Context: an optimization exercise on an open-source flow, tuned for small area, a short achievable clock period and few clock cycles per item. The choices shown serve that exercise and are no tape-out recipe.
At most, simulation tests tie the RTL to the original design; equivalence was not proved.

Setup of P:
## ring_locator
module ring_locator (
    input  wire         clk,
    input  wire         rst,
    input  wire         req_valid,
    output wire         req_ready,
    input  wire [31:0]  seed,
    input  wire [4:0]   n,
    input  wire [4:0]   k,
    input  wire [1:0]   m,
    input  wire [1:0]   s,
    input  wire [23:0]  displ,
    input  wire [119:0] dorder,
    input  wire [39:0]  rba,
    output wire         resp_valid,
    input  wire         resp_ready,
    output wire [19:0]  loc_mem,
    output wire [3:0]   loc_has,
    output wire [159:0] loc_mlba
);
    localparam [1:0] F_START = 2'd0,
                     F_DIV   = 2'd1,
                     F_WAIT  = 2'd2;
    localparam [2:0] B_IDLE  = 3'd0,
                     B_SHUF  = 3'd2,
                     B_FIN   = 3'd3,
                     B_ACC   = 3'd4;
    reg  [1:0] fe_ph;
    reg  [2:0] be_ph;
    reg  [3:0] cnt;
    reg        fe_miss;                  
    reg        fe_seeded;                
    reg        rv;                       
    reg  [3:0] pend;                     
    wire be_take = (be_ph == B_IDLE) && (!rv || resp_ready);
    wire fe_done = (fe_ph == F_WAIT);
    wire xfer    = fe_done && be_take && req_valid && !rst;
    assign req_ready  = fe_done && be_take;
    assign resp_valid = rv;
    function [31:0] xs;
        input [31:0] v;
        reg   [31:0] t;
        begin
            t  = v ^ (v << 13);
            t  = t ^ (t >> 17);
            xs = t ^ (t << 5);
        end
    endfunction
    reg  [4:0] kreg, dreg, wreg;
    reg  [5:0] k3;                       
    reg  [6:0] d3;                       
    wire [35:0] x = rba[39:4];
    reg  [3:0]  xd;                      
    reg  [3:0]  ra;                      
    reg  [3:0]  sd;                      
    reg  [4:0]  rb;                      
    reg  [3:0]  pd;                      
    reg  [35:0] pw_f;                    
    reg  [31:0] st_f;                    
    function [3:0] xdig;
        input [3:0] d;
        begin
  ...
export LEC_CHECK = 0
export CAP_MARGIN = 20
export CORE_MARGIN = 2
export CORE_UTILIZATION = 50
export SETUP_SLACK_MARGIN = 5
export SLEW_MARGIN = 20
create_clock -name core_clock -period 10.0 [get_ports {clk}]
run.sh (not shown) runs the stock make flow with config.mk's settings and CLKGATE_MAP_FILE= SYNTH_SCRIPT=/design/flow/synth_recipe.tcl, a recipe that flattens the netlist after the stock synthesis.
Testbench counts of P, summed over its fixed seeds: cycles 31,572, items 3,072.
--- input diff P..Q ---
Settings: swapping 50 for 40 in CORE_UTILIZATION.
==> comparison <==
Design area delta for Q relative to P: 2.0% higher. Per the comparison of Q with P, maximum number of buffers from clock root to sink ~0 delta; arrival time at the worst endpoint increased by 2.70 ns relative to the old numbers. Number of clock buffer instances in the layout (Q vs. P) increases by a few percent. On met1 global-route usage: between P and Q, it ends up higher for P. In Q, fraction of layout cells with a size suffix above 1 is higher than in P. Compared with P, in Q wire length of the first global-routing pass picked up an extra 15 mm.

========
Another version of the RTL of ring_locator (not shown whole).
Size: about 5300 cells after synthesis, ~0.050 mm2 of cells after synthesis.
Settings: LEC_CHECK=0, CAP_MARGIN=20, CORE_MARGIN=2, CORE_UTILIZATION=40, SETUP_SLACK_MARGIN=4.5, SLEW_MARGIN=20; clock period 10.0 ns.
Then changed:
Settings changed: SETUP_SLACK_MARGIN 4.5 to unset.
=> The changed run passed the timing, DRC and antenna checks; via count drops by 1.8%; worst setup slack degrades by 0.57 ns; hold slack stays flat.
No functional check of the RTL was part of any run of this note.

========
Another version of the RTL of ring_locator (not shown whole).
Size in the first run: ~5600 cells after synthesis, ~520 flip-flops, roughly 420 I/O pins, ~53000 sq um of cells after synthesis.
make LEC_CHECK=0 CAP_MARGIN=20 CORE_MARGIN=2 CORE_UTILIZATION=40 SETUP_SLACK_MARGIN=5 SLEW_MARGIN=20 finish   # period 10.0 ns
The first run finished clean.
Testbench counts at the start, summed over its fixed seeds: cycles 57,328, items 3,072.
Rerun with:
--- a/flow/config.mk
+++ b/flow/config.mk
@@ -9,3 +9,3 @@
 export CORE_MARGIN = 2
-export CORE_UTILIZATION = 40
+export CORE_UTILIZATION = 60
 export SETUP_SLACK_MARGIN = 5
What happened: Non-clock buffer count increases by 10; cell area decreases by about 0.9%; first-iteration DRC count increases by 41%.

re-timing with driven ports:
Ports are ideal in the flow. The routed layouts listed here were re-timed in OpenROAD.
Step 1, drivers: a clkbuf_16 drives clk and a buf_2 each remaining input, both assumed.
Step 2 also shifts input and output timing later by t, the mid clock arrival at the registers, as if the neighbouring blocks saw the same clock.
Slacks: ideal / step 1 / step 2; pairs: ideal / step 1.
| run | t (ns) | setup WS [ns] | clock arrival spread, ns | slew at the worst register clock pin (ns) |
|---|---|---|---|---|
| P | 0.827 | 5.012 / 4.919 / 4.382 | 0.075 / 0.075 | 0.07 / 0.07 |
| Q | 0.836 | 4.943 / 4.943 / 4.356 | 0.065 / 0.066 | 0.07 / 0.07 |
| the first run of note 2 | 0.747 | 3.311 / 3.311 / 3.311 | 0.026 / 0.026 | 0.06 / 0.06 |
| the second run of note 2 | 0.726 | 2.737 / 2.737 / 2.674 | 0.035 / 0.035 | 0.07 / 0.07 |
| the first run of note 3 | 0.764 | 5.038 / 4.957 / 4.307 | 0.033 / 0.033 | 0.07 / 0.07 |
| the second run of note 3 | 0.746 | 4.739 / 4.664 / 4.329 | 0.038 / 0.038 | 0.07 / 0.07 |
After both steps every run listed still meets setup and hold. For the first run of note 3, which loses most, drivers alone change the setup slack by -0.081 ns; drivers and shift together by -0.731 ns.
